This is an optimization exercise on Yosys and OpenROAD, whose aim is small area and a short achievable clock period, not a production implementation.
At most, simulation tests tie the RTL to the original design; equivalence was not proved.
The RTL of runs 1 to 3 and 5 was laid out without a check of its function.

==> flow/run.sh <==
#!/bin/bash
# Layout flow: the standard flow (standard.sh), with the synthesis step
# run by flow/my_synth.tcl instead of synth_recipe.tcl. Each ORFS step keeps
# its own log under orfs/logs/; make's output goes to flow_make.log.
set -euo pipefail
W=$(pwd)
sed "s#SYNTH_SCRIPT=[^ ]*#SYNTH_SCRIPT=$W/flow/my_synth.tcl#" standard.sh > my_standard.sh
grep -q "SYNTH_SCRIPT=$W/flow/my_synth.tcl" my_standard.sh
bash my_standard.sh > flow_make.log 2>&1
==> flow/my_synth.tcl <==
# The standard synthesis script (synth_recipe.tcl) with two changes to the
# technology mapping of the combinational logic only:
#  - ABC runs Yosys's default liberty script instead of ORFS's abc_*.script;
#  - no full/half adder extraction (ADDER_MAP_FILE unset), so ABC sees all
#    of the logic.
# Registers, flattening and renaming are exactly as in synth_recipe.tcl.
proc synth {args} { yosys synth -nofsm -noshare {*}$args }
proc abc {args} {
  set out {}
  set skip 0
  foreach a $args {
    if {$skip} { set skip 0; continue }
    if {$a eq "-script"} { set skip 1; continue }
    lappend out $a
  }
  puts "abc (default script): $out"
  yosys abc {*}$out
}
if {[info exists ::env(ADDER_MAP_FILE)]} { unset ::env(ADDER_MAP_FILE) }
source $::env(SCRIPTS_DIR)/synth.tcl
# left out here: clear keep_hierarchy, flatten, clean up, hide names made inside functions, write 1_2_yosys.v
==> standard.sh <==
#!/bin/bash
# synth_recipe.tcl (not shown) runs the flow's synth.tcl, then flattens the netlist and writes it again
# the make line also repeats each setting of config.mk as NAME=value (left out here)
make -C /OpenROAD-flow-scripts/flow DESIGN_CONFIG=/design/flow/config.mk WORK_HOME=/design/flow/orfs CLKGATE_MAP_FILE= SYNTH_SCRIPT=/design/flow/synth_recipe.tcl "${@:-finish}"
==> config.mk <==
export PLATFORM = sky130hd
export DESIGN_NAME = ss8pack
export DESIGN_NICKNAME = ss8pack
export VERILOG_FILES = /design/flow/design.v
export SDC_FILE = /design/flow/constraint.sdc
export NUM_CORES = 4
export LEC_CHECK = 0
export CAP_MARGIN = 20
export CORE_MARGIN = 2
export CORE_UTILIZATION = 55
export SLEW_MARGIN = 20
==> constraint.sdc <==
create_clock -name core_clock -period 40.0 [get_ports {clk}]
set_input_delay 8.0000 -clock core_clock [delete_from_list [all_inputs] [get_ports {clk}]]
set_output_delay 8.0000 -clock core_clock [all_outputs]
set_load 0.01 [all_outputs]
==> design.v <==
module ss8pack (
    input  wire         clk,
    input  wire         rst,             
    input  wire         in_valid,
    input  wire [1:0]   in_mode,         
    input  wire         in_ftz,          
    input  wire [255:0] in_x,            
    input  wire [127:0] in_draw,         
    output reg          out_valid,
    output reg  [135:0] out_block,       
    output reg  [4:0]   out_flags
);
    reg         r_valid;
    reg [1:0]   r_mode;
    reg         r_ftz;
    reg [255:0] r_x;
    reg [127:0] r_draw;
    always @(posedge clk) begin
        if (rst) r_valid <= 1'b0;
        else     r_valid <= in_valid;
        r_mode <= in_mode;
        r_ftz  <= in_ftz;
        r_x    <= in_x;
        r_draw <= in_draw;
    end
    genvar i;
    wire [15:0] sgn, is_inf, is_nan, is_snan, is_zero, nz_fin, flushed, cand;
    wire [8:0]  key [0:15];
    wire        md0 = !r_mode[0] && !r_mode[1];
    generate
        for (i = 0; i < 16; i = i + 1) begin : dec
            wire [15:0] b   = r_x[16*i +: 16];
            wire [7:0]  ex  = b[14:7];
            wire        exz = (ex == 8'd0);
            wire        exf = (ex == 8'hFF);
            wire        fnz = (b[6:0] != 7'd0);
            assign sgn[i]     = b[15];
            assign flushed[i] = r_ftz && exz && fnz;
            assign is_zero[i] = exz && (!fnz || r_ftz);
            assign is_inf[i]  = exf && !fnz;
            assign is_nan[i]  = exf && fnz;
            assign is_snan[i] = exf && fnz && !b[6];
            assign nz_fin[i]  = !is_zero[i] && !exf;
            assign cand[i]    = !exz && (b[6:0] == 7'h7F) &&
                                (md0 || (r_mode[1] && r_draw[8*i+7]));
            assign key[i]     = {ex, cand[i]};
        end
    endgenerate
    wire [8:0] k1 [0:7];
    wire [8:0] k2 [0:3];
    wire [8:0] k3 [0:1];
    generate
        for (i = 0; i < 8; i = i + 1) begin : m1
            assign k1[i] = (key[2*i] > key[2*i+1]) ? key[2*i] : key[2*i+1];
        end
        for (i = 0; i < 4; i = i + 1) begin : m2
            assign k2[i] = (k1[2*i] > k1[2*i+1]) ? k1[2*i] : k1[2*i+1];
        end
        for (i = 0; i < 2; i = i + 1) begin : m3
            assign k3[i] = (k2[2*i] > k2[2*i+1]) ? k2[2*i] : k2[2*i+1];
        end
    endgenerate
    wire [8:0] kmax = (k3[0] > k3[1]) ? k3[0] : k3[1];
    wire [7:0] e0   = kmax[8:1];
    wire any_big    = kmax[0];
    wire e254      = (e0 == 8'd254);
    wire raise     = any_big && !e254;
    wire clamp     = any_big && e254;
    wire nonfinite = |(is_inf | is_nan);
    wire [7:0] eo  = e0 + {7'd0, raise};           
    wire [7:0] e1  = e0 + {6'd0, raise, !raise};   
    wire [7:0]  sig  [0:15];
    wire [15:0] inx, unf;
    generate
        for (i = 0; i < 16; i = i + 1) begin : rnd
            wire [15:0] b    = r_x[16*i +: 16];
            wire [7:0]  ex   = b[14:7];
            wire        hid  = (ex != 8'd0);
            wire [7:0]  m    = {hid, flushed[i] ? 7'd0 : b[6:0]};
            wire [7:0]  effx = {ex[7:1], ex[0] | !hid};
            wire [7:0]  t    = e1 - effx;
            wire        far  = (t[7:4] != 4'd0);
            wire [23:0] w    = {m, 16'd0} >> t[3:0];
            wire [7:0]  ip   = far ? 8'd0 : w[23:16];
            wire [7:0]  d    = far ? 8'd0 : w[15:8];
            wire        rest = far ? (m != 8'd0) : (w[7:0] != 8'd0);
            wire [7:0]  r    = r_draw[8*i +: 8];
            wire [8:0]  dr   = {1'b0, d} + {1'b0, r};
            wire        up2  = dr[8];
            wire        up0  = d[7] && ((d[6:0] != 7'd0) || rest || ip[0]);
            wire        upf  = (r_mode[1] ? up2 : (!r_mode[0] && up0)) &&
                               !(clamp && cand[i] && ex == 8'd254);
            wire        spec = !is_inf[i] && !is_zero[i];
            wire [7:0]  ipn  = nonfinite ? {1'b0, {7{!is_zero[i]}}} : ip;
            wire        upn  = nonfinite ? spec : upf;
            wire        sgnn = nonfinite ? (spec || sgn[i]) : sgn[i];
            wire [7:0]  x    = ipn ^ {8{sgnn}};
            wire [7:0]  p;
            assign p[0] = upn ^ sgnn;
            genvar k;
            for (k = 1; k < 8; k = k + 1) begin : inc
                assign p[k] = p[k-1] && x[k-1];
            end
            assign sig[i] = x ^ p;
            assign inx[i] = (d != 8'd0) || rest;
            assign unf[i] = nz_fin[i] && (ip == 8'd0) && !upf;
        end
    endgenerate
    wire [135:0] blk;
    wire [4:0]   flg;
    assign blk[7:0] = nonfinite ? 8'hFF : eo;
    generate
        for (i = 0; i < 16; i = i + 1) begin : asm
            assign blk[8*(i+1) +: 8] = sig[i];
        end
    endgenerate
    assign flg[0] = nonfinite && |(is_snan | nz_fin);
    assign flg[1] = !nonfinite && clamp;
    assign flg[2] = !nonfinite && |unf;
    assign flg[3] = !nonfinite && |inx;
    assign flg[4] = |flushed;
    always @(posedge clk) begin
        if (rst) out_valid <= 1'b0;
        else     out_valid <= r_valid;
        out_block <= blk;
        out_flags <= flg;
    end
endmodule
==> results of run 1 <==
-- worst min path at each step --
stage                             from                   end  slack (ns)  cells past startpoint
floorplan           r_valid$_SDFF_PP0_  out_valid$_SDFF_PP0_        0.41                      1
global placement    r_valid$_SDFF_PP0_  out_valid$_SDFF_PP0_        0.42                      1
detailed placement  r_valid$_SDFF_PP0_  out_valid$_SDFF_PP0_        0.43                      1
CTS                 r_valid$_SDFF_PP0_  out_valid$_SDFF_PP0_        0.44                      1
global route        r_valid$_SDFF_PP0_  out_valid$_SDFF_PP0_        0.47                      1
finish              r_valid$_SDFF_PP0_  out_valid$_SDFF_PP0_        0.44                      1
-- through the flow --
| step | setup WS [ns] | hold slack (ns) | utilization | area, µm² |
|---|---|---|---|---|
| after floorplan | 28.14 | 0.414 | - | 35900 |
| after global placement | 24.55 | 0.416 | 0.653 | 42100 |
| after detailed placement | 24.31 | 0.429 | 0.653 | 42100 |
| after CTS | 24.24 | 0.443 | 0.682 | 43900 |
| after global routing | 23.06 | 0.465 | 0.683 | 44000 |
| final | 23.81 | 0.445 | 0.683 | 44000 |
-- metal layers --
metal	GRT usage	vias to the layer above	wire, µm
li1	-	16400	-
met1	0.480	16500	53000
met2	0.583	1763	57100
met3	0.0881	371	13600
met4	0.174	8	6830
met5	0	-	50
-- flip-flops by register name (all words and copies together) (netlist names) --
signal and cells:
out_flags 5, r_draw 128, out_valid 1, out_block 136, r_mode 2, r_ftz 1
r_valid 1, r_x 256
-- layout make-up --
type | count | area (µm²) | area share
inverters | 124 | 465 | 0.0106
repair buffers | 585 | 5720 | 0.130
flip-flops and latches | 530 | 10600 | 0.241
multi-input cells | 3459 | 24300 | 0.552
diodes | 3 | 7.51 | 0.000170
well taps | 855 | 1070 | 0.0243
clock inverters | 28 | 263 | 0.00597
clock buffers | 75 | 1580 | 0.0359
-- kinds of logic after synthesis --
logic type	Yosys count	synth area share
compound gates	778	0.149
xor+xnor	474	0.125
fa+ha+maj	85	0.0251
buf+inv	292	0.0326
flops	530	0.296
mux	470	0.134
simple gates	1652	0.239
-- cells in the final DEF (no fill, tap or decap), types with 18 or more instances in the layout --
cell type        Yosys  final
a21oi_1            209    209
a22oi_1             41     41
a31oi_1             31     31
and2_1              39     39
and3_1              33     33
buf_4                3     54
clkbuf_16            0     56
clkdlybuf4s50_1      0    531
dfxtp_1            530    528
inv_1              124    124
maj3_1              45     45
maj3_2              40     40
mux2_2              68     68
mux2i_1            398    397
nand2_1            417    416
nand2b_1           111    111
nand3_1            117    117
nand3b_1            30     30
nand4_1             85     85
nor2_1             333    331
nor2b_1            104    103
nor3_1              76     75
nor4_1              80     79
o2111ai_1           23     23
o21a_1              33     33
o21ai_0            131    130
o21bai_1            19     19
o22ai_1             33     33
or2_2               51     51
or3_1               35     35
or4_1               57     57
xnor2_1            282    267
xnor2_2              9     23
xnor3_1             18     18
xor2_1             164    162
-- critical path, delay by kind of cell (launching register included) --
family                     cells  cell delay [ns]
buffers and inverters          2             0.72
DFF                            1             0.67
xor gates and xnor gates       2             0.28
muxes                          4             2.15
AOI/OAI and AO/OA             20             6.10
and+or+nand+nor               12             4.26
adders and majority gates      5             1.87
==> flow_summary.json, run 1 <==
{
  "status": "complete, no violations",
  "critPathLaunchType": "register",
  "grt_max_degree": 49,
  "yosysWarnings": 1,
  "synth-async-reset-ratio": 0,
  "die_y_um": 259,
  "yosys.area.top_type": "dfxtp_1",
  "wl_per_cell_um": 23.1,
  "hold_path.class": "reg -> reg",
  "reg2regPathDepth": 45,
  "ant_nets": 0,
  "rr_endpoint": "out_flags[2]$_DFF_P_",
  "synth-edff-count": 0,
  "synth_seq_area_share": 0.296,
  "grt_pass1_wl_um": 193000,
  "crit_top_cell": "a21oi_1",
  "finClkSkew_ns": 0.0335,
  "worstSetupStartpoint": "r_mode[1]$_DFF_P_",
  "cp.required_ns": 40.48,
  "dieArea_um2": 67300,
  "portBuffers": 531,
  "vias": 35000,
  "post_cts_buffers": 0,
  "rrSetupSlack_ns": 23.81,
  "clock_sinks": 530,
  "area_growth_pct": 22.7,
  "dp.cells": 5553,
  "cp_max_fo": 35,
  "reg2reg_from": "r_mode[1]$_DFF_P_",
  "io_pins": 532,
  "worstSetupPathType": "reg -> reg",
  "cts_tree": "done",
  "synth_nets": 4671,
  "crit_path_end": "out_flags[2]$_DFF_P_",
  "first_pass_iters": 6,
  "endpoint_kind": "register",
  "synth_flop_cell": "dfxtp_1",
  "synth.top_cell.area_share": 0.296,
  "routed_wl_um": 131000,
  "num-fill-cells": 5349,
  "drive_above_1_share": 0.0816,
  "drt-vias-per-instance": 6.19,
  "clk_pin_slew_worst_paths_ns": 0.07,
  "nets": 5146,
  "final.setup.tns_ns": 0,
  "drv_slew": 0,
  "clkLatencyLatePin_ns": 0.65,
  "grt_pass1_vias": 32700,
  "row_count": 93,
  "synthCells": 4281,
  "ctsResizeCount": 0,
  "synth-seq-cells": 530,
  "critPathSlowestCell": "a2111oi_0",
  "cp.arrival_ns": 16.67,
  "route.detailed.drc": 0,
  "grt_remaining_overflow": 0,
  "synthTopCellsByCount": "dfxtp_1, nand2_1, mux2i_1",
  "coreArea_um2": 64500,
  "initial_core_util": 0.557,
  "syn_area_um2": 35900,
  "antenna_found_initial": 12,
  "grt_setup_unrepaired": "false",
  "finalCriticalPeriod_ns": 16.19,
  "hold_buffers": 0,
  "dieWidth_um": 259,
  "slew_headroom": 0.211,
  "tightest_slew_ns": 1.15,
  "dp_hpwl_um": 102000,
  "drtIter0Drc": 3641,
  "final_cells": 5659,
  "yosysMostFrequentCell": "dfxtp_1",
  "root_buffer": "clkbuf_16",
  "max_stage_delay_ns": 0.90,
  "synth_area_per_cell_um2": 8.38,
  "synth_cell_types": 112,
  "final-setup-viol-count": 0,
  "max_clock_freq_ghz": 0.0618,
  "clockBufferDepth": 3,
  "final-hold-violation-count": 0,
  "fin_crit_sh": 0.405,
  "gp_congestion": 1.06,
  "cap_violations": 0,
  "ys_top_cells_by_area": "dfxtp_1, mux2i_1, xnor2_1",
  "grt_usage": 0.371,
  "numCtsBuffers": 56,
  "htree_levels": 2
}
==> inputs of run 2 (changes only) <==
--- a/design.v
+++ b/design.v
@@ -25,5 +25,31 @@
     end
+    function gt9(input [8:0] a, input [8:0] b);
+        reg [8:0] g, e;
+        reg g2, e2, g1, e1, g0;
+        begin
+            g  = a & ~b;
+            e  = ~(a ^ b);
+            g2 = g[8] | (e[8] & g[7]) | (e[8] & e[7] & g[6]);
+            e2 = e[8] & e[7] & e[6];
+            g1 = g[5] | (e[5] & g[4]) | (e[5] & e[4] & g[3]);
+            e1 = e[5] & e[4] & e[3];
+            g0 = g[2] | (e[2] & g[1]) | (e[2] & e[1] & g[0]);
+            gt9 = g2 | (e2 & g1) | (e2 & e1 & g0);
+        end
+    endfunction
+    function [8:0] max4(input [8:0] a, input [8:0] b, input [8:0] c, input [8:0] d);
+        reg ab, ac, ad, bc, bd, cd, sa, sb, sc, sd;
+        begin
+            ab = gt9(a, b); ac = gt9(a, c); ad = gt9(a, d);
+            bc = gt9(b, c); bd = gt9(b, d); cd = gt9(c, d);
+            sa = ab & ac & ad;
+            sb = !ab & bc & bd;
+            sc = !ac & !bc & cd;
+            sd = !sa & !sb & !sc;
+            max4 = ({9{sa}} & a) | ({9{sb}} & b) | ({9{sc}} & c) | ({9{sd}} & d);
+        end
+    endfunction
     genvar i;
     wire [15:0] sgn, is_inf, is_nan, is_snan, is_zero, nz_fin, flushed, cand;
-    wire [8:0]  key [0:15];
+    wire [143:0] key;
     wire        md0 = !r_mode[0] && !r_mode[1];
@@ -45,20 +71,13 @@
                                 (md0 || (r_mode[1] && r_draw[8*i+7]));
-            assign key[i]     = {ex, cand[i]};
+            assign key[9*i +: 9] = {ex, cand[i]};
         end
     endgenerate
-    wire [8:0] k1 [0:7];
-    wire [8:0] k2 [0:3];
-    wire [8:0] k3 [0:1];
+    wire [35:0] kq;
     generate
-        for (i = 0; i < 8; i = i + 1) begin : m1
-            assign k1[i] = (key[2*i] > key[2*i+1]) ? key[2*i] : key[2*i+1];
-        end
-        for (i = 0; i < 4; i = i + 1) begin : m2
-            assign k2[i] = (k1[2*i] > k1[2*i+1]) ? k1[2*i] : k1[2*i+1];
-        end
-        for (i = 0; i < 2; i = i + 1) begin : m3
-            assign k3[i] = (k2[2*i] > k2[2*i+1]) ? k2[2*i] : k2[2*i+1];
+        for (i = 0; i < 4; i = i + 1) begin : mq
+            assign kq[9*i +: 9] = max4(key[36*i +: 9], key[36*i+9 +: 9],
+                                       key[36*i+18 +: 9], key[36*i+27 +: 9]);
         end
     endgenerate
-    wire [8:0] kmax = (k3[0] > k3[1]) ? k3[0] : k3[1];
+    wire [8:0] kmax = max4(kq[8:0], kq[17:9], kq[26:18], kq[35:27]);
     wire [7:0] e0   = kmax[8:1];
@@ -70,3 +89,2 @@
     wire [7:0] eo  = e0 + {7'd0, raise};           
-    wire [7:0] e1  = e0 + {6'd0, raise, !raise};   
     wire [7:0]  sig  [0:15];
@@ -80,8 +98,14 @@
             wire [7:0]  effx = {ex[7:1], ex[0] | !hid};
-            wire [7:0]  t    = e1 - effx;
+            wire [7:0]  nx   = 8'd1 - effx;
+            wire [7:0]  t    = e0 + nx + {7'd0, raise};
             wire        far  = (t[7:4] != 4'd0);
-            wire [23:0] w    = {m, 16'd0} >> t[3:0];
-            wire [7:0]  ip   = far ? 8'd0 : w[23:16];
-            wire [7:0]  d    = far ? 8'd0 : w[15:8];
-            wire        rest = far ? (m != 8'd0) : (w[7:0] != 8'd0);
+            wire [15:0] w    = {m, 8'd0} >> t[3:0];
+            wire [7:0]  ip   = far ? 8'd0 : w[15:8];
+            wire [7:0]  d    = far ? 8'd0 : w[7:0];
+            wire [8:0]  lm;
+            genvar k;
+            for (k = 0; k < 9; k = k + 1) begin : th
+                assign lm[k] = far || (t[3:0] > k);
+            end
+            wire        stk  = |(m[6:0] & lm[7:1]);      
             wire [7:0]  r    = r_draw[8*i +: 8];
@@ -89,3 +113,3 @@
             wire        up2  = dr[8];
-            wire        up0  = d[7] && ((d[6:0] != 7'd0) || rest || ip[0]);
+            wire        up0  = d[7] && (stk || ip[0]);
             wire        upf  = (r_mode[1] ? up2 : (!r_mode[0] && up0)) &&
@@ -99,3 +123,2 @@
             assign p[0] = upn ^ sgnn;
-            genvar k;
             for (k = 1; k < 8; k = k + 1) begin : inc
@@ -104,3 +127,3 @@
             assign sig[i] = x ^ p;
-            assign inx[i] = (d != 8'd0) || rest;
+            assign inx[i] = |(m & lm[7:0]);
             assign unf[i] = nz_fin[i] && (ip == 8'd0) && !upf;
==> flow_summary.json, run 2 <==
{
  "synth-edff-count": 0,
  "drt-vias-per-instance": 6.89,
  "ys_top_cells_by_area": "dfxtp_1, xnor2_1, nand2_1",
  "root_buffer": "clkbuf_16",
  "max_stage_delay_ns": 0.94,
  "final_cell_mix": "nand2_1, clkdlybuf4s50_1, dfxtp_1, nor2_1, xnor2_1",
  "dieWidth_um": 276,
  "first_pass_iters": 16,
  "ctsResizeCount": 0,
  "routed_wl_um": 184000,
  "syn_area_um2": 40600,
  "final_common_cell": "nand2_1",
  "slew_headroom": 0.160,
  "area_growth_pct": 18.8,
  "final-hold-violation-count": 0,
  "grt_pass1_vias": 41400,
  "synth_area_per_cell_um2": 7.84,
  "route.detailed.drc": 0,
  "drive_above_1_share": 0.0713,
  "synth-async-reset-ratio": 0,
  "numCtsBuffers": 53,
  "gp_congestion": 1.14,
  "finalCriticalPeriod_ns": 13.23,
  "reg2regPathDepth": 36,
  "endpoint_kind": "register",
  "synth-seq-cells": 530,
  "finClkSkew_ns": 0.0474,
  "drv_slew": 0,
  "cp.required_ns": 40.55,
  "cp_max_fo": 34,
  "hold_path.class": "reg -> reg",
  "critPathLaunchType": "register",
  "portBuffers": 531,
  "tightest_slew_ns": 1.26,
  "grt_remaining_overflow": 0,
  "hold_depth": 1,
  "synth_seq_area_share": 0.262,
  "grt_usage": 0.461,
  "worstSetupPathType": "reg -> reg",
  "nets": 5922,
  "cp.arrival_ns": 13.78,
  "initial_core_util": 0.556,
  "coreArea_um2": 73000,
  "yosysMostFrequentCell": "nand2_1",
  "cap_violations": 0,
  "clk_pin_slew_worst_paths_ns": 0.06,
  "wl_per_cell_um": 28.1,
  "place_ws_ns": 27.16,
  "die_y_um": 276,
  "row_count": 99,
  "clockBufferDepth": 3,
  "dieArea_um2": 76000,
  "dp_hpwl_um": 145000,
  "synthTopCellsByCount": "nand2_1, dfxtp_1, nor2_1",
  "fin_area_um2": 48200,
  "vias": 45000,
  "post_cts_buffers": 0,
  "yosys.area.top_type": "dfxtp_1",
  "synthCells": 5172,
  "final.setup.tns_ns": 0,
  "synth.top_cell.area_share": 0.262,
  "synth_flop_cell": "dfxtp_1",
  "top_register": "r_x",
  "clock_sinks": 530,
  "ant_nets": 0,
  "hold_buffers": 0,
  "fin_crit_sh": 0.331,
  "synth_cell_types": 130,
  "final-setup-viol-count": 0,
  "grt_max_degree": 69,
  "htree_levels": 2,
  "worst_slack_ns": 26.77,
  "grt_setup_unrepaired": "false",
  "drtIter0Drc": 7712,
  "largest_reg_flops": 256,
  "antenna_found_initial": 10,
  "yosysWarnings": 1,
  "io_pins": 532,
  "grt_pass1_wl_um": 263000,
  "reg_top3": "r_x x256, out_block x136, r_draw x128",
  "clkLatencyLatePin_ns": 0.67,
  "cts_tree": "done",
  "max_clock_freq_ghz": 0.0756,
  "synth_nets": 5562,
  "critPathSlowestCell": "nor3_2",
  "post_dp_cell_area_um2": 46300,
  "status": "complete, no violations"
}
==> run 2: cell count changes in the layout (fill, tap and decap cells not counted), moves of 56 or more <==
cell      before  now
o21ai_0      130  273
a21oi_1      209  265
nand2_1      416  591
o22ai_1       33   95
a211oi_1      14   74
mux2i_1      397  178
==> run 2: cell type report <==
| cell class | count | area (µm²) |
|---|---|---|
| Fill cell | 5998 | 24700 |
| Timing Repair Buffer | 596 | 5800 |
| Multi-Input combinational cell | 4182 | 28100 |
| Clock inverter | 21 | 338 |
| Sequential cell | 530 | 10600 |
| Clock buffer | 71 | 1490 |
| Antenna cell | 5 | 12.5 |
| Inverter | 169 | 634 |
| Tap cell | 959 | 1200 |
==> run 2: per-stage QoR <==
stage	util	instances	hold slack (ns)
6_report	0.661	6533	0.471
5_1_grt	0.661	6528	0.489
4_1_cts	0.660	6528	0.470
3_5_place_dp	0.635	6436	0.424
3_3_place_gp	0.635	6436	0.416
2_1_floorplan	-	5172	0.414
==> run 2: path summary, 6_finish.rpt <==
check	startpoint	end	slack (ns)
worst min-delay path	r_valid$_SDFF_PP0_	out_valid$_SDFF_PP0_	0.47
worst max-delay path	r_mode[1]$_DFF_P_	out_block[135]$_DFF_P_	26.77
worst max register to register	r_mode[1]$_DFF_P_	out_block[135]$_DFF_P_	26.77
worst min register to register	r_valid$_SDFF_PP0_	out_valid$_SDFF_PP0_	0.47
==> run 2: critical path: cells and delay by family, from the launching register on <==
family                 cells  cell delay (ns)
AO/OA/AOI/OAI             21             5.71
AND/OR/NAND/NOR           10             4.59
buffers and inverters      3             1.29
XOR/XNOR                   2             0.99
flip-flops                 1             0.46
==> run 2: logic make-up after synthesis <==
kind of cell / Yosys count / synth area share
fa+ha+maj: 49 / 0.0121
simple gates: 1930 / 0.243
compound gates: 1425 / 0.245
xor+xnor: 548 / 0.125
flops: 530 / 0.262
mux: 230 / 0.0648
buf+inv: 460 / 0.0492
==> run 2: metal layers <==
| metal | routed length, µm | vias up | track usage |
|---|---|---|---|
| met1 | 68500 | 21100 | 0.596 |
| met4 | 12100 | 8 | 0.257 |
| met3 | 28100 | 693 | 0.160 |
| met5 | 50 | - | 0 |
| li1 | - | 19700 | - |
| met2 | 74900 | 3550 | 0.668 |
==> inputs of run 3 (changes only) <==
--- a/config.mk
+++ b/config.mk
@@ -7,5 +7,5 @@
 export LEC_CHECK = 0
-export CAP_MARGIN = 20
+export CAP_MARGIN = 70
 export CORE_MARGIN = 2
 export CORE_UTILIZATION = 55
-export SLEW_MARGIN = 20
+export SLEW_MARGIN = 70
==> flow_summary.json, run 3 <==
{
  "ctsResizeCount": 0,
  "top_register": "r_x",
  "rrSetupSlack_ns": 27.85,
  "max_stage_delay_ns": 0.70,
  "syn_area_um2": 40600,
  "synth_area_per_cell_um2": 7.84,
  "vias": 46200,
  "drtIter0Drc": 7606,
  "ys_top_cells_by_area": "dfxtp_1, xnor2_1, nand2_1",
  "ant_nets": 0,
  "cp.required_ns": 40.54,
  "grt_pass1_vias": 43000,
  "synthCells": 5172,
  "clkLatencyLatePin_ns": 0.67,
  "clock_sinks": 530,
  "clockBufferDepth": 3,
  "critPathLaunchType": "register",
  "reg2reg_from": "r_mode[1]$_DFF_P_",
  "nets": 6059,
  "grt_remaining_overflow": 0,
  "rr_endpoint": "out_block[23]$_DFF_P_",
  "dieWidth_um": 276,
  "reg2regPathDepth": 46,
  "gp_congestion": 1.14,
  "final_cell_mix": "nand2_1, clkdlybuf4s50_1, dfxtp_1, nor2_1, xnor2_1",
  "grt_setup_unrepaired": "false",
  "cp.arrival_ns": 12.70,
  "slew_headroom": 0.661,
  "worstSetupPathType": "reg -> reg",
  "yosys.area.top_type": "dfxtp_1",
  "finClkSkew_ns": 0.0522,
  "num-fill-cells": 5489,
  "dieArea_um2": 76000,
  "post_cts_buffers": 0,
  "numCtsBuffers": 53,
  "finalCriticalPeriod_ns": 12.15,
  "area_growth_pct": 28.1,
  "place_ws_ns": 28.22,
  "critPathSlowestCell": "or4_1",
  "tightest_slew_ns": 0.508,
  "yosysMostFrequentCell": "nand2_1",
  "yosysWarnings": 1,
  "first_pass_iters": 12,
  "dp_hpwl_um": 148000,
  "initial_core_util": 0.556,
  "grt_pass1_wl_um": 269000,
  "drv_slew": 0,
  "synth_seq_area_share": 0.262,
  "worst_slack_ns": 27.85,
  "fin_crit_sh": 0.304,
  "drt-vias-per-instance": 6.93,
  "grt_max_degree": 69,
  "htree_levels": 2,
  "final-hold-violation-count": 0,
  "final-setup-viol-count": 0,
  "status": "complete, no violations",
  "hold_buffers": 0,
  "crit_top_cell": "buf_4",
  "max_clock_freq_ghz": 0.0823,
  "synth_nets": 5562,
  "synth-edff-count": 0,
  "synth_cell_types": 130,
  "synth.top_cell.area_share": 0.262,
  "endpoint_kind": "register",
  "crit_path_end": "out_block[23]$_DFF_P_",
  "reg_top3": "r_x x256, out_block x136, r_draw x128",
  "route.detailed.drc": 0,
  "routed_wl_um": 188000,
  "coreArea_um2": 73000,
  "synth-seq-cells": 530,
  "cts_tree": "done",
  "final_common_cell": "nand2_1",
  "synthTopCellsByCount": "nand2_1, dfxtp_1, nor2_1",
  "clk_pin_slew_worst_paths_ns": 0.07,
  "root_buffer": "clkbuf_16",
  "synth_flop_cell": "dfxtp_1",
  "final.setup.tns_ns": 0,
  "portBuffers": 531,
  "cp_max_fo": 35,
  "grt_usage": 0.469,
  "antenna_found_initial": 4,
  "drive_above_1_share": 0.162,
  "io_pins": 532,
  "largest_reg_flops": 256,
  "die_y_um": 276,
  "wl_per_cell_um": 28.2,
  "worstSetupStartpoint": "r_mode[1]$_DFF_P_",
  "hold_path.class": "reg -> reg",
  "synth-async-reset-ratio": 0,
  "cap_violations": 0,
  "row_count": 99
}
run 3: cell counts after synthesis:
Identical to the previous run, type by type.
run 3: worst min-delay path by stage:
| stage | cells past startpoint | endpoint | from |
|---|---|---|---|
| final | 1 | out_valid$_SDFF_PP0_ | r_valid$_SDFF_PP0_ |
| after detailed placement | 1 | out_valid$_SDFF_PP0_ | r_valid$_SDFF_PP0_ |
| after floorplan | 1 | out_valid$_SDFF_PP0_ | r_valid$_SDFF_PP0_ |
| after global placement | 1 | out_valid$_SDFF_PP0_ | r_valid$_SDFF_PP0_ |
| after CTS | 1 | out_valid$_SDFF_PP0_ | r_valid$_SDFF_PP0_ |
| after global routing | 1 | out_valid$_SDFF_PP0_ | r_valid$_SDFF_PP0_ |
run 3: metal layers:
layer,vias to the layer above,wire length [µm],track usage
met5,-,11,0
met4,2,13300,0.268
met3,840,28300,0.158
met2,3779,77600,0.692
met1,21700,69100,0.597
li1,20000,-,-
run 3: stage by stage:
step / utilization / cells / hold WS (ns) / instance area, µm²
5_1_grt: 0.712 / 6671 / 0.485 / 52000
6_report: 0.712 / 6672 / 0.472 / 52000
2_1_floorplan: - / 5172 / 0.414 / 40600
3_5_place_dp: 0.673 / 6553 / 0.470 / 49100
4_1_cts: 0.700 / 6651 / 0.477 / 51100
3_3_place_gp: 0.635 / 6436 / 0.416 / 46300
run 3: cell families after synthesis:
group                    after synthesis  share of synthesized area
AO/OA/AOI/OAI                       1425                      0.245
XOR/XNOR                             548                      0.125
adder cells (fa/ha/maj)               49                     0.0121
buffers and inverters                460                     0.0492
flip-flops                           530                      0.262
multiplexers                         230                     0.0648
AND/OR/NAND/NOR                     1930                      0.243
run 3: critical path, delay by kind of cell (launching register included):
kind	cells	cell delay [ns]
compound gates	21	4.55
mux	3	1.08
xor+xnor	1	0.36
flops	1	0.48
simple gates	9	2.54
buf+inv	12	2.91
run 3: area by class of cell:
cell class / instances / area, µm² / share of cell area
Tap cell: 959 / 1200 / 0.0231
Multi-Input combinational cell: 4182 / 30800 / 0.592
Inverter: 169 / 636 / 0.0122
Timing Repair Buffer: 733 / 6740 / 0.130
Clock buffer: 67 / 1470 / 0.0283
Sequential cell: 530 / 10700 / 0.206
Antenna cell: 1 / 2.50 / 0.0000481
Clock inverter: 31 / 450 / 0.00867
==> inputs of run 4 (changes only) <==
--- a/design.v
+++ b/design.v
@@ -27,3 +27,3 @@
         reg [8:0] g, e;
-        reg g2, e2, g1, e1, g0;
+        reg g2, e2, g1, q1, g0;
         begin
@@ -34,5 +34,5 @@
             g1 = g[5] | (e[5] & g[4]) | (e[5] & e[4] & g[3]);
-            e1 = e[5] & e[4] & e[3];
+            q1 = e[5] & e[4] & e[3];
             g0 = g[2] | (e[2] & g[1]) | (e[2] & e[1] & g[0]);
-            gt9 = g2 | (e2 & g1) | (e2 & e1 & g0);
+            gt9 = g2 | (e2 & g1) | (e2 & q1 & g0);
         end
@@ -89,2 +89,3 @@
     wire [7:0] eo  = e0 + {7'd0, raise};           
+    wire [7:0] e1  = e0 + {6'd0, raise, !raise};   
     wire [7:0]  sig  [0:15];
@@ -98,14 +99,8 @@
             wire [7:0]  effx = {ex[7:1], ex[0] | !hid};
-            wire [7:0]  nx   = 8'd1 - effx;
-            wire [7:0]  t    = e0 + nx + {7'd0, raise};
+            wire [7:0]  t    = e1 - effx;
             wire        far  = (t[7:4] != 4'd0);
-            wire [15:0] w    = {m, 8'd0} >> t[3:0];
-            wire [7:0]  ip   = far ? 8'd0 : w[15:8];
-            wire [7:0]  d    = far ? 8'd0 : w[7:0];
-            wire [8:0]  lm;
-            genvar k;
-            for (k = 0; k < 9; k = k + 1) begin : th
-                assign lm[k] = far || (t[3:0] > k);
-            end
-            wire        stk  = |(m[6:0] & lm[7:1]);      
+            wire [23:0] w    = {m, 16'd0} >> t[3:0];
+            wire [7:0]  ip   = far ? 8'd0 : w[23:16];
+            wire [7:0]  d    = far ? 8'd0 : w[15:8];
+            wire        rest = far ? (m != 8'd0) : (w[7:0] != 8'd0);
             wire [7:0]  r    = r_draw[8*i +: 8];
@@ -113,3 +108,3 @@
             wire        up2  = dr[8];
-            wire        up0  = d[7] && (stk || ip[0]);
+            wire        up0  = d[7] && ((d[6:0] != 7'd0) || rest || ip[0]);
             wire        upf  = (r_mode[1] ? up2 : (!r_mode[0] && up0)) &&
@@ -123,2 +118,3 @@
             assign p[0] = upn ^ sgnn;
+            genvar k;
             for (k = 1; k < 8; k = k + 1) begin : inc
@@ -127,3 +123,3 @@
             assign sig[i] = x ^ p;
-            assign inx[i] = |(m & lm[7:0]);
+            assign inx[i] = (d != 8'd0) || rest;
             assign unf[i] = nz_fin[i] && (ip == 8'd0) && !upf;
==> flow/run.sh (replaced) <==
#!/bin/bash
# Layout flow: the standard flow (standard.sh) with two changes:
#  - the synthesis step is run by flow/my_synth.tcl instead of
#    synth_recipe.tcl (different ABC mapping of the combinational logic);
#  - the port buffers placed by ORFS's buffer_ports are buf_1 cells (ORFS
#    otherwise picks clkdlybuf4s50_1 delay cells here).
# Each ORFS step keeps its own log under orfs/logs/; make's output goes to
# flow_make.log.
set -euo pipefail
W=$(pwd)
sed -e "s#SYNTH_SCRIPT=[^ ]*#SYNTH_SCRIPT=$W/flow/my_synth.tcl#" \
    -e 's#"${@:-finish}"#BUFFER_PORTS_ARGS="-buffer_cell sky130_fd_sc_hd__buf_1" "${@:-finish}"#' \
    standard.sh > my_standard.sh
grep -q "SYNTH_SCRIPT=$W/flow/my_synth.tcl" my_standard.sh
grep -q "BUFFER_PORTS_ARGS" my_standard.sh
bash my_standard.sh > flow_make.log 2>&1
--- a/config.mk
+++ b/config.mk
@@ -7,5 +7,5 @@
 export LEC_CHECK = 0
-export CAP_MARGIN = 70
+export CAP_MARGIN = 20
 export CORE_MARGIN = 2
 export CORE_UTILIZATION = 55
-export SLEW_MARGIN = 70
+export SLEW_MARGIN = 20
==> flow_summary.json, run 4 <==
{
  "max_stage_delay_ns": 0.70,
  "htree_levels": 2,
  "final_cell_mix": "buf_1, dfxtp_1, nand2_1, nor2_1, mux2i_1",
  "clk_pin_slew_worst_paths_ns": 0.07,
  "post_dp_cell_area_um2": 39800,
  "ant_nets": 0,
  "reg_top3": "r_x x256, out_block x136, r_draw x128",
  "root_buffer": "clkbuf_16",
  "grt_pass1_wl_um": 210000,
  "cp_max_fo": 45,
  "nets": 5304,
  "crit_top_cell": "maj3_1",
  "die_y_um": 265,
  "vias": 36900,
  "grt_setup_unrepaired": "false",
  "antenna_found_initial": 6,
  "synth_nets": 4882,
  "first_pass_iters": 9,
  "fin_crit_sh": 0.343,
  "drtIter0Drc": 4176,
  "ys_top_cells_by_area": "dfxtp_1, mux2i_1, xnor2_1",
  "synth-edff-count": 0,
  "synthCells": 4492,
  "cts_tree": "done",
  "post_cts_buffers": 0,
  "final-hold-violation-count": 0,
  "seq_area_um2": 10600,
  "hold_path.class": "reg -> reg",
  "routed_wl_um": 142000,
  "final.setup.tns_ns": 0,
  "hold_buffers": 0,
  "synth-async-reset-ratio": 0,
  "endpoint_kind": "register",
  "io_pins": 532,
  "critPathSlowestCell": "nor3b_1",
  "dieWidth_um": 265,
  "initial_core_util": 0.556,
  "clockBufferDepth": 3,
  "grt_usage": 0.390,
  "row_count": 95,
  "wl_per_cell_um": 24.3,
  "grt_max_degree": 64,
  "yosysWarnings": 1,
  "synth-seq-cells": 530,
  "cp.required_ns": 40.51,
  "multi_input_area_um2": 25100,
  "numCtsBuffers": 54,
  "synth_seq_area_share": 0.284,
  "portBuffers": 531,
  "dieArea_um2": 70100,
  "final_common_cell": "buf_1",
  "syn_area_um2": 37400,
  "fin_area_um2": 41800,
  "synth_area_per_cell_um2": 8.32,
  "drv_slew": 0,
  "ctsResizeCount": 0,
  "yosys.area.top_type": "dfxtp_1",
  "clock_sinks": 530,
  "path_buf_inv": 2,
  "critPathLaunchType": "register",
  "clkLatencyLatePin_ns": 0.64,
  "grt_remaining_overflow": 0,
  "tightest_slew_ns": 1.26,
  "slew_headroom": 0.151,
  "synth_flop_cell": "dfxtp_1",
  "top_register": "r_x",
  "worstSetupPathType": "reg -> reg",
  "final-setup-viol-count": 0,
  "dp_hpwl_um": 112000,
  "finalCriticalPeriod_ns": 13.73,
  "synthTopCellsByCount": "dfxtp_1, nand2_1, nor2_1",
  "max_clock_freq_ghz": 0.0728,
  "drt-vias-per-instance": 6.32,
  "yosysMostFrequentCell": "dfxtp_1",
  "status": "complete, no violations",
  "finClkSkew_ns": 0.0266,
  "gp_congestion": 1.04,
  "grt_pass1_vias": 34800,
  "drive_above_1_share": 0.0775,
  "area_growth_pct": 11.7,
  "coreArea_um2": 67300,
  "synth.top_cell.area_share": 0.284,
  "cap_violations": 0,
  "num-fill-cells": 6143,
  "largest_reg_flops": 256,
  "route.detailed.drc": 0,
  "synth_cell_types": 117,
  "cp.arrival_ns": 14.23,
  "cp_top_family": "simple AND/OR/NAND/NOR gates"
}
-- run 4: cell families (layout without fill, tap and decap cells) --
logic type,count (synthesis),count (layout),synth area share
buffers and inverters,377,843,0.0475
AND/OR/NAND/NOR,1641,1641,0.228
AO/OA/AOI/OAI,929,929,0.174
XOR/XNOR,527,527,0.133
multiplexers,376,376,0.103
adder cells (fa/ha/maj),112,112,0.0316
flip-flops,530,530,0.284
other,0,2,0
-- run 4: worst paths after layout --
| kind | startpoint | end | slack, ns | depth (start not counted) |
|---|---|---|---|---|
| setup reg to reg | r_mode[1]$_DFF_P_ | out_block[39]$_DFF_P_ | 26.27 | 37 |
| hold / removal | r_valid$_SDFF_PP0_ | out_valid$_SDFF_PP0_ | 0.46 | 1 |
| hold reg to reg | r_valid$_SDFF_PP0_ | out_valid$_SDFF_PP0_ | 0.46 | 1 |
| setup / recovery | r_mode[1]$_DFF_P_ | out_block[39]$_DFF_P_ | 26.27 | 37 |
-- run 4: final cells by class --
| class | instances | area share |
|---|---|---|
| Multi-Input combinational cell | 3585 | 0.602 |
| Timing Repair Buffer | 594 | 0.0590 |
| Tap cell | 873 | 0.0262 |
| Inverter | 149 | 0.0134 |
| Antenna cell | 2 | 0.000120 |
| Clock buffer | 70 | 0.0372 |
| Sequential cell | 530 | 0.254 |
| Clock inverter | 30 | 0.00830 |
-- run 4: layer usage --
metal  global-route usage  vias to the layer above  share of wire
met4                0.222                        4          0.066
met3               0.0785                      465           0.10
met2                0.609                     2087           0.43
li1                     -                    17200              -
met5                    0                        -        0.00020
met1                0.501                    17100           0.40
-- run 4: worst reg2reg max path, delay by kind of cell (launching register included) --
kind / cells / cell delay [ns]
mux: 1 / 0.37
fa+ha+maj: 4 / 1.68
simple gates: 17 / 6.89
flops: 1 / 0.32
compound gates: 13 / 3.46
buf+inv: 2 / 0.91
-- run 4: stage by stage --
| step | util | cells | hold WS [ns] | setup slack, ns |
|---|---|---|---|---|
| after CTS | 0.620 | 5831 | 0.458 | 26.68 |
| final | 0.621 | 5833 | 0.456 | 26.27 |
| after global placement | 0.592 | 5730 | 0.423 | 26.76 |
| after global routing | 0.621 | 5831 | 0.470 | 25.65 |
| after floorplan | - | 4492 | 0.414 | 29.25 |
| after detailed placement | 0.592 | 5731 | 0.449 | 26.69 |
==> inputs of run 5 (changes only) <==
--- a/design.v
+++ b/design.v
@@ -90,2 +90,41 @@
     wire [7:0] e1  = e0 + {6'd0, raise, !raise};   
+    reg         q_valid;
+    reg [1:0]   q_mode;
+    reg         q_ftz;
+    reg [255:0] q_x;
+    reg [127:0] q_draw;
+    reg [7:0]   q_eo, q_e1;
+    reg         q_clamp, q_nonfinite, q_inv, q_flush;
+    always @(posedge clk) begin
+        if (rst) q_valid <= 1'b0;
+        else     q_valid <= r_valid;
+        q_mode      <= r_mode;
+        q_ftz       <= r_ftz;
+        q_x         <= r_x;
+        q_draw      <= r_draw;
+        q_eo        <= eo;
+        q_e1        <= e1;
+        q_clamp     <= clamp;
+        q_nonfinite <= nonfinite;
+        q_inv       <= nonfinite && |(is_snan | nz_fin);
+        q_flush     <= |flushed;
+    end
+    wire [15:0] q_sgn, q_inf, q_zero, q_nzf, q_flushed, q_cand;
+    wire        q_md0 = !q_mode[0] && !q_mode[1];
+    generate
+        for (i = 0; i < 16; i = i + 1) begin : dec2
+            wire [15:0] b   = q_x[16*i +: 16];
+            wire [7:0]  ex  = b[14:7];
+            wire        exz = (ex == 8'd0);
+            wire        exf = (ex == 8'hFF);
+            wire        fnz = (b[6:0] != 7'd0);
+            assign q_sgn[i]     = b[15];
+            assign q_flushed[i] = q_ftz && exz && fnz;
+            assign q_zero[i]    = exz && (!fnz || q_ftz);
+            assign q_inf[i]     = exf && !fnz;
+            assign q_nzf[i]     = !q_zero[i] && !exf;
+            assign q_cand[i]    = !exz && (b[6:0] == 7'h7F) &&
+                                  (q_md0 || (q_mode[1] && q_draw[8*i+7]));
+        end
+    endgenerate
     wire [7:0]  sig  [0:15];
@@ -94,8 +133,8 @@
         for (i = 0; i < 16; i = i + 1) begin : rnd
-            wire [15:0] b    = r_x[16*i +: 16];
+            wire [15:0] b    = q_x[16*i +: 16];
             wire [7:0]  ex   = b[14:7];
             wire        hid  = (ex != 8'd0);
-            wire [7:0]  m    = {hid, flushed[i] ? 7'd0 : b[6:0]};
+            wire [7:0]  m    = {hid, q_flushed[i] ? 7'd0 : b[6:0]};
             wire [7:0]  effx = {ex[7:1], ex[0] | !hid};
-            wire [7:0]  t    = e1 - effx;
+            wire [7:0]  t    = q_e1 - effx;
             wire        far  = (t[7:4] != 4'd0);
@@ -105,3 +144,3 @@
             wire        rest = far ? (m != 8'd0) : (w[7:0] != 8'd0);
-            wire [7:0]  r    = r_draw[8*i +: 8];
+            wire [7:0]  r    = q_draw[8*i +: 8];
             wire [8:0]  dr   = {1'b0, d} + {1'b0, r};
@@ -109,8 +148,8 @@
             wire        up0  = d[7] && ((d[6:0] != 7'd0) || rest || ip[0]);
-            wire        upf  = (r_mode[1] ? up2 : (!r_mode[0] && up0)) &&
-                               !(clamp && cand[i] && ex == 8'd254);
-            wire        spec = !is_inf[i] && !is_zero[i];
-            wire [7:0]  ipn  = nonfinite ? {1'b0, {7{!is_zero[i]}}} : ip;
-            wire        upn  = nonfinite ? spec : upf;
-            wire        sgnn = nonfinite ? (spec || sgn[i]) : sgn[i];
+            wire        upf  = (q_mode[1] ? up2 : (!q_mode[0] && up0)) &&
+                               !(q_clamp && q_cand[i] && ex == 8'd254);
+            wire        spec = !q_inf[i] && !q_zero[i];
+            wire [7:0]  ipn  = q_nonfinite ? {1'b0, {7{!q_zero[i]}}} : ip;
+            wire        upn  = q_nonfinite ? spec : upf;
+            wire        sgnn = q_nonfinite ? (spec || q_sgn[i]) : q_sgn[i];
             wire [7:0]  x    = ipn ^ {8{sgnn}};
@@ -124,3 +163,3 @@
             assign inx[i] = (d != 8'd0) || rest;
-            assign unf[i] = nz_fin[i] && (ip == 8'd0) && !upf;
+            assign unf[i] = q_nzf[i] && (ip == 8'd0) && !upf;
         end
@@ -129,3 +168,3 @@
     wire [4:0]   flg;
-    assign blk[7:0] = nonfinite ? 8'hFF : eo;
+    assign blk[7:0] = q_nonfinite ? 8'hFF : q_eo;
     generate
@@ -135,10 +174,10 @@
     endgenerate
-    assign flg[0] = nonfinite && |(is_snan | nz_fin);
-    assign flg[1] = !nonfinite && clamp;
-    assign flg[2] = !nonfinite && |unf;
-    assign flg[3] = !nonfinite && |inx;
-    assign flg[4] = |flushed;
+    assign flg[0] = q_inv;
+    assign flg[1] = !q_nonfinite && q_clamp;
+    assign flg[2] = !q_nonfinite && |unf;
+    assign flg[3] = !q_nonfinite && |inx;
+    assign flg[4] = q_flush;
     always @(posedge clk) begin
         if (rst) out_valid <= 1'b0;
-        else     out_valid <= r_valid;
+        else     out_valid <= q_valid;
         out_block <= blk;
==> flow_summary.json, run 5 <==
{
  "status": "complete, no violations",
  "final_cell_mix": "dfxtp_1, buf_1, nand2_1, nor2_1, mux2i_1",
  "dp_hpwl_um": 124000,
  "dieArea_um2": 88000,
  "hold_buffers": 0,
  "io_pins": 532,
  "hold_depth": 0,
  "reg_top3": "q_x x256, r_x x256, out_block x136",
  "path_depth": 1,
  "final_cells": 7166,
  "clockBufferDepth": 3,
  "cp.arrival_ns": 1.16,
  "yosysWarnings": 1,
  "clock_sinks": 938,
  "rr_endpoint": "q_e1[7]$_DFF_P_",
  "cp_top_family": "flip-flops",
  "max_clock_freq_ghz": 0.109,
  "nets": 6327,
  "synth_nets": 5900,
  "crit_chain": "buf_1",
  "cts_tree": "done",
  "drt-vias-per-instance": 6.04,
  "synthCells": 5510,
  "cp.required_ns": 32.00,
  "final-hold-violation-count": 0,
  "cp_max_fo": 1,
  "route.detailed.drc": 0,
  "die_y_um": 297,
  "drive_above_1_share": 0.0667,
  "cap_violations": 0,
  "yosys.area.top_type": "dfxtp_1",
  "reg2reg_from": "r_mode[1]$_DFF_P_",
  "syn_area_um2": 47100,
  "grt_pass1_vias": 39700,
  "worstSetupPathType": "reg -> out",
  "hold_path.class": "reg -> reg",
  "htree_levels": 3,
  "grtUsageMet2": 0.570,
  "drv_slew": 0,
  "synth-edff-count": 0,
  "grt_setup_unrepaired": "false",
  "dieWidth_um": 297,
  "synth_area_per_cell_um2": 8.55,
  "final-setup-viol-count": 0,
  "global_route.usage.met3": 0.0750,
  "post-route-util": 0.629,
  "yosysMostFrequentCell": "dfxtp_1",
  "coreArea_um2": 85000,
  "synth.top_cell.area_share": 0.399,
  "dp.cells": 6983,
  "root_buffer": "clkbuf_16",
  "wl_per_cell_um": 22.3,
  "portBuffers": 531,
  "gp_congestion": 1.02,
  "ctsResizeCount": 0,
  "row_count": 107,
  "reg2regPathDepth": 22,
  "clk_pin_slew_worst_paths_ns": 0.07,
  "busiest_layer": "met2",
  "slew_headroom": 0.161,
  "critPathSlowestCell": "dfxtp_1",
  "synth-seq-cells": 938,
  "hp-start": "r_draw[10]$_DFF_P_",
  "initial_core_util": 0.554,
  "worstSetupStartpoint": "out_block[45]$_DFF_P_",
  "synth_cell_types": 100,
  "grt_usage": 0.349,
  "post_cts_buffers": 0,
  "antenna_found_initial": 9,
  "area_growth_pct": 13.5,
  "first_pass_iters": 9,
  "finalCriticalPeriod_ns": 9.16,
  "ys_top_cells_by_area": "dfxtp_1, mux2i_1, xnor2_1",
  "max_stage_delay_ns": 0.33,
  "grt_remaining_overflow": 0,
  "final.setup.tns_ns": 0,
  "ant_nets": 0,
  "fin_crit_sh": 0.229,
  "drtIter0Drc": 3981,
  "tightest_slew_ns": 1.25,
  "synth_seq_area_share": 0.399,
  "synth-async-reset-ratio": 0,
  "vias": 43300,
  "rrSetupSlack_ns": 31.77,
  "numCtsBuffers": 94,
  "clkLatencyLatePin_ns": 0.68,
  "final_common_cell": "dfxtp_1",
  "worstHoldEndpoint": "q_draw[10]$_DFF_P_",
  "finClkSkew_ns": 0.0153,
  "routed_wl_um": 160000,
  "critPathLaunchType": "register",
  "grt_pass1_wl_um": 233000,
  "grt_max_degree": 57,
  "synth_flop_cell": "dfxtp_1",
  "path_buf_inv": 1,
  "endpoint_kind": "output pin",
  "synthTopCellsByCount": "dfxtp_1, nand2_1, nor2_1",
  "grt.met1_usage": 0.434
}
-- run 5: cell count changes in the layout (fill, tap and decap cells not counted), sizes merged, moves of 31 or more --
cell    previous run  this run
maj3             112        61
xnor2            317       231
and2              55        86
nand3            130       174
dfxtp            530       938
nor2b             75       133
o31ai             18        76
nand4             80       129
nor4              82       163
clkbuf            70       127
nand2            430       494
nand2b            85       147
o21ai            106       277
nor2             328       473
-- run 5: area by class of cell --
class                   count  area, µm²
fillers                  7572      31600
multi-input cells        4167      26900
inverters                 143        537
repair buffers            593       2460
diodes                      8       20.0
well taps                1144       1430
flip-flops and latches    938      18800
clock inverters            46        604
clock buffers             127       2700
-- run 5: metrics by stage --
stage | worst slack [ns] | instance area, µm² | hold WS [ns]
2_1_floorplan | 31.67 | 47100 | 0.310
3_3_place_gp | 31.56 | 50000 | 0.311
3_5_place_dp | 31.54 | 50000 | 0.312
4_1_cts | 30.80 | 53300 | 0.316
5_1_grt | 30.78 | 53400 | 0.322
6_report | 30.84 | 53400 | 0.316
-- run 5: kinds of logic after synthesis --
family | count (synthesis) | synth area share
muxes | 366 | 0.0798
buffers and inverters | 405 | 0.0336
and+or+nand+nor | 2185 | 0.238
xor gates and xnor gates | 404 | 0.0758
DFF | 938 | 0.399
adders and majority gates | 61 | 0.0130
AOI/OAI and AO/OA | 1151 | 0.162
-- run 5: layer usage --
layer / vias to the layer above / share of wire
met5: - / 0.00022
met4: 6 / 0.054
met3: 396 / 0.091
met2: 1871 / 0.45
met1: 20300 / 0.40
li1: 20800 / -
-- run 5: worst max-delay path by stage --
stage / endpoint / slack (ns)
floorplan: out_block[0] / 31.67
global placement: out_block[29] / 31.56
detailed placement: out_block[58] / 31.54
CTS: out_block[3] / 30.80
global route: out_block[84] / 30.78
finish: out_block[45] / 30.84
==> inputs of run 6 (changes only) <==
--- a/design.v
+++ b/design.v
@@ -39,13 +39,4 @@
     endfunction
-    function [8:0] max4(input [8:0] a, input [8:0] b, input [8:0] c, input [8:0] d);
-        reg ab, ac, ad, bc, bd, cd, sa, sb, sc, sd;
-        begin
-            ab = gt9(a, b); ac = gt9(a, c); ad = gt9(a, d);
-            bc = gt9(b, c); bd = gt9(b, d); cd = gt9(c, d);
-            sa = ab & ac & ad;
-            sb = !ab & bc & bd;
-            sc = !ac & !bc & cd;
-            sd = !sa & !sb & !sc;
-            max4 = ({9{sa}} & a) | ({9{sb}} & b) | ({9{sc}} & c) | ({9{sd}} & d);
-        end
+    function [8:0] max2(input [8:0] a, input [8:0] b);
+        max2 = gt9(a, b) ? a : b;
     endfunction
@@ -74,10 +65,17 @@
     endgenerate
-    wire [35:0] kq;
+    wire [71:0] k1;
+    wire [35:0] k2;
+    wire [17:0] k3;
     generate
-        for (i = 0; i < 4; i = i + 1) begin : mq
-            assign kq[9*i +: 9] = max4(key[36*i +: 9], key[36*i+9 +: 9],
-                                       key[36*i+18 +: 9], key[36*i+27 +: 9]);
+        for (i = 0; i < 8; i = i + 1) begin : m1
+            assign k1[9*i +: 9] = max2(key[18*i +: 9], key[18*i+9 +: 9]);
+        end
+        for (i = 0; i < 4; i = i + 1) begin : m2
+            assign k2[9*i +: 9] = max2(k1[18*i +: 9], k1[18*i+9 +: 9]);
+        end
+        for (i = 0; i < 2; i = i + 1) begin : m3
+            assign k3[9*i +: 9] = max2(k2[18*i +: 9], k2[18*i+9 +: 9]);
         end
     endgenerate
-    wire [8:0] kmax = max4(kq[8:0], kq[17:9], kq[26:18], kq[35:27]);
+    wire [8:0] kmax = max2(k3[8:0], k3[17:9]);
     wire [7:0] e0   = kmax[8:1];
@@ -88,4 +86,2 @@
     wire nonfinite = |(is_inf | is_nan);
-    wire [7:0] eo  = e0 + {7'd0, raise};           
-    wire [7:0] e1  = e0 + {6'd0, raise, !raise};   
     reg         q_valid;
@@ -95,3 +91,4 @@
     reg [127:0] q_draw;
-    reg [7:0]   q_eo, q_e1;
+    reg [7:0]   q_e0;
+    reg         q_raise;
     reg         q_clamp, q_nonfinite, q_inv, q_flush;
@@ -104,4 +101,4 @@
         q_draw      <= r_draw;
-        q_eo        <= eo;
-        q_e1        <= e1;
+        q_e0        <= e0;
+        q_raise     <= raise;
         q_clamp     <= clamp;
@@ -111,2 +108,3 @@
     end
+    wire [7:0]  q_e1 = q_e0 + {6'd0, q_raise, !q_raise};    
     wire [15:0] q_sgn, q_inf, q_zero, q_nzf, q_flushed, q_cand;
@@ -168,3 +166,3 @@
     wire [4:0]   flg;
-    assign blk[7:0] = q_nonfinite ? 8'hFF : q_eo;
+    assign blk[7:0] = q_nonfinite ? 8'hFF : q_e0 + {7'd0, q_raise};
     generate
--- a/config.mk
+++ b/config.mk
@@ -10,2 +10,3 @@
 export CORE_UTILIZATION = 55
+export CTS_BUF_LIST = sky130_fd_sc_hd__clkbuf_8
 export SLEW_MARGIN = 20
==> flow_summary.json, run 6 <==
{
  "status": "complete, no violations",
  "root_buffer": "clkbuf_8",
  "cp_top_family": "flip-flops",
  "worstSetupPathType": "reg -> out",
  "routed-wl-met3_um": 11500,
  "finalCriticalPeriod_ns": 9.32,
  "synth-edff-count": 0,
  "synth_seq_area_share": 0.429,
  "route.met2.wl_um": 61500,
  "final_cell_mix": "dfxtp_1, buf_1, nor2_1, nand2_1, a21oi_1",
  "yosysWarnings": 1,
  "nets": 5993,
  "grt_setup_unrepaired": "false",
  "synth_flop_cell": "dfxtp_1",
  "hold_buffers": 0,
  "antenna_found_initial": 12,
  "dp_hpwl_um": 108000,
  "cts_tree": "done",
  "clk_pin_slew_worst_paths_ns": 0.06,
  "synth_area_per_cell_um2": 8.60,
  "cap_violations": 0,
  "area_growth_pct": 14.7,
  "synth_cell_types": 91,
  "clock_sinks": 931,
  "dieWidth_um": 285,
  "synthTopCellsByCount": "dfxtp_1, nor2_1, nand2_1",
  "clkLatencyLatePin_ns": 0.86,
  "max_stage_delay_ns": 0.32,
  "finClkSkew_ns": 0.0492,
  "dieArea_um2": 81300,
  "final.setup.tns_ns": 0,
  "slew_headroom": 0.139,
  "fin_area_um2": 49800,
  "synthCells": 5058,
  "post_cts_buffers": 0,
  "drtIter0Drc": 3413,
  "critPathSlowestCell": "dfxtp_1",
  "wl_per_cell_um": 20.7,
  "yosys.area.top_type": "dfxtp_1",
  "yosysMostFrequentCell": "dfxtp_1",
  "coreArea_um2": 78600,
  "first_pass_iters": 6,
  "io_pins": 532,
  "final_common_cell": "dfxtp_1",
  "grt_remaining_overflow": 0,
  "fin_crit_sh": 0.233,
  "die_y_um": 285,
  "clockBufferDepth": 3,
  "drive_above_1_share": 0.0770,
  "synth-seq-cells": 931,
  "cp.arrival_ns": 1.32,
  "row_count": 103,
  "htree_levels": 4,
  "vias": 39500,
  "syn_area_um2": 43500,
  "ys_top_cells_by_area": "dfxtp_1, mux2i_1, xnor2_1",
  "wl_met1_um": 61500,
  "cp.required_ns": 32.00,
  "synth_nets": 5448,
  "final-setup-viol-count": 0,
  "drv_slew": 0,
  "ant_nets": 0,
  "crit_chain": "buf_1",
  "grt_max_degree": 85,
  "reg_top3": "q_x x256, r_x x256, out_block x136",
  "numCtsBuffers": 147,
  "cp_max_fo": 1,
  "routed_wl_um": 140000,
  "gp_congestion": 0.972,
  "grt_pass1_vias": 36600,
  "portBuffers": 531,
  "post_dp_cell_area_um2": 46600,
  "critPathLaunchType": "register",
  "path_buf_inv": 1,
  "tightest_slew_ns": 1.28,
  "initial_core_util": 0.553,
  "final-hold-violation-count": 0,
  "grt_usage": 0.332,
  "grt_pass1_wl_um": 210000,
  "hold_path.class": "reg -> reg",
  "max_clock_freq_ghz": 0.107,
  "route.detailed.drc": 0,
  "synth-async-reset-ratio": 0,
  "synth.top_cell.area_share": 0.429,
  "drt-vias-per-instance": 5.84,
  "endpoint_kind": "output pin",
  "highest_layer": "met5",
  "ctsResizeCount": 0
}
run 6: cell types whose count changed after synthesis, sizes merged, moves of 51 or more:
cell / before / now
o21ai: 277 / 338
clkbuf: 215 / 142
nand2b: 147 / 50
nand3: 174 / 117
a21oi: 238 / 334
and2: 86 / 26
nor2b: 133 / 82
run 6: layout make-up:
class                   instances  area (µm²)
fillers                      7079       28800
multi-input cells            3808       23800
flip-flops and latches        931       18600
clock buffers                 182        2500
repair buffers                595        2470
well taps                    1050        1310
clock inverters                78         656
inverters                     120         450
diodes                          6        15.0
run 6: final timing paths:
kind	start	to	slack [ns]	cells after the start
worst max register to register	q_e0[0]$_DFF_P_	out_block[110]$_DFF_P_	31.70	28
worst max-delay path	out_block[121]$_DFF_P_	out_block[121]	30.68	1
worst min register to register	r_x[95]$_DFF_P_	q_x[95]$_DFF_P_	0.31	0
worst min-delay path	r_x[95]$_DFF_P_	q_x[95]$_DFF_P_	0.31	0
run 6: stage by stage:
stage | setup WS, ns | instances | hold slack (ns) | util
6_report | 30.68 | 6770 | 0.310 | 0.634
5_1_grt | 30.62 | 6769 | 0.324 | 0.634
4_1_cts | 30.62 | 6764 | 0.318 | 0.633
3_5_place_dp | 31.54 | 6504 | 0.312 | 0.592
3_3_place_gp | 31.56 | 6504 | 0.310 | 0.592
2_1_floorplan | 31.67 | 5058 | 0.310 | -
run 6: per-layer routing:
layer	track usage	vias up
li1	-	19300
met1	0.450	18300
met2	0.514	1663
met3	0.0682	304
met4	0.141	6
met5	0	-
run 6: kinds of logic (layout without fill, tap and decap cells):
logic type | after synthesis | in the layout | share of synthesized area
compound gates | 1155 | 1155 | 0.162
xor+xnor | 384 | 384 | 0.0785
fa+ha+maj | 98 | 98 | 0.0229
buf+inv | 319 | 975 | 0.0292
flops | 931 | 931 | 0.429
mux | 268 | 268 | 0.0628
other cells | 0 | 6 | 0
simple gates | 1903 | 1903 | 0.216

[re-timing with driven ports]
The results above use ideal ports. As a check the final layouts listed here were re-extracted and re-timed, cells and wires unchanged.
Step 1 (the two cells are an assumption about what drives the block):
set clk [get_ports {clk}]
set_driving_cell -lib_cell sky130_fd_sc_hd__clkbuf_16 $clk
set_driving_cell -lib_cell sky130_fd_sc_hd__buf_2 [delete_from_list [all_inputs] $clk]
Step 2 moves the port delays by t, midway between the first and last clock arrival at a register: inputs arrive t later, outputs are due t later. That takes back most of the time a late clock gives input paths.
Three values: no drivers, after step 1, after step 2; two values: the first two.
run | shift t [ns] | slack for setup (ns) | latest minus earliest clock arrival (ns) | worst register clock-pin slew, ns | worst data-port slew with drivers (ns)
run 1 | 0.695 | 23.809 / 23.809 / 23.809 | 0.036 / 0.036 | 0.07 / 0.07 | 0.09
run 2 | 0.723 | 26.773 / 26.773 / 26.773 | 0.047 / 0.048 | 0.08 / 0.08 | 0.07
run 3 | 0.717 | 27.847 / 27.847 / 27.847 | 0.053 / 0.052 | 0.08 / 0.08 | 0.07
run 4 | 0.699 | 26.273 / 26.273 / 26.273 | 0.027 / 0.027 | 0.08 / 0.08 | 0.09
run 5 | 0.750 | 30.843 / 30.765 / 31.515 | 0.016 / 0.016 | 0.07 / 0.07 | 0.10
run 6 | 0.905 | 30.675 / 30.603 / 31.507 | 0.050 / 0.049 | 0.07 / 0.07 | 0.10
After both steps every run listed still meets setup and hold.
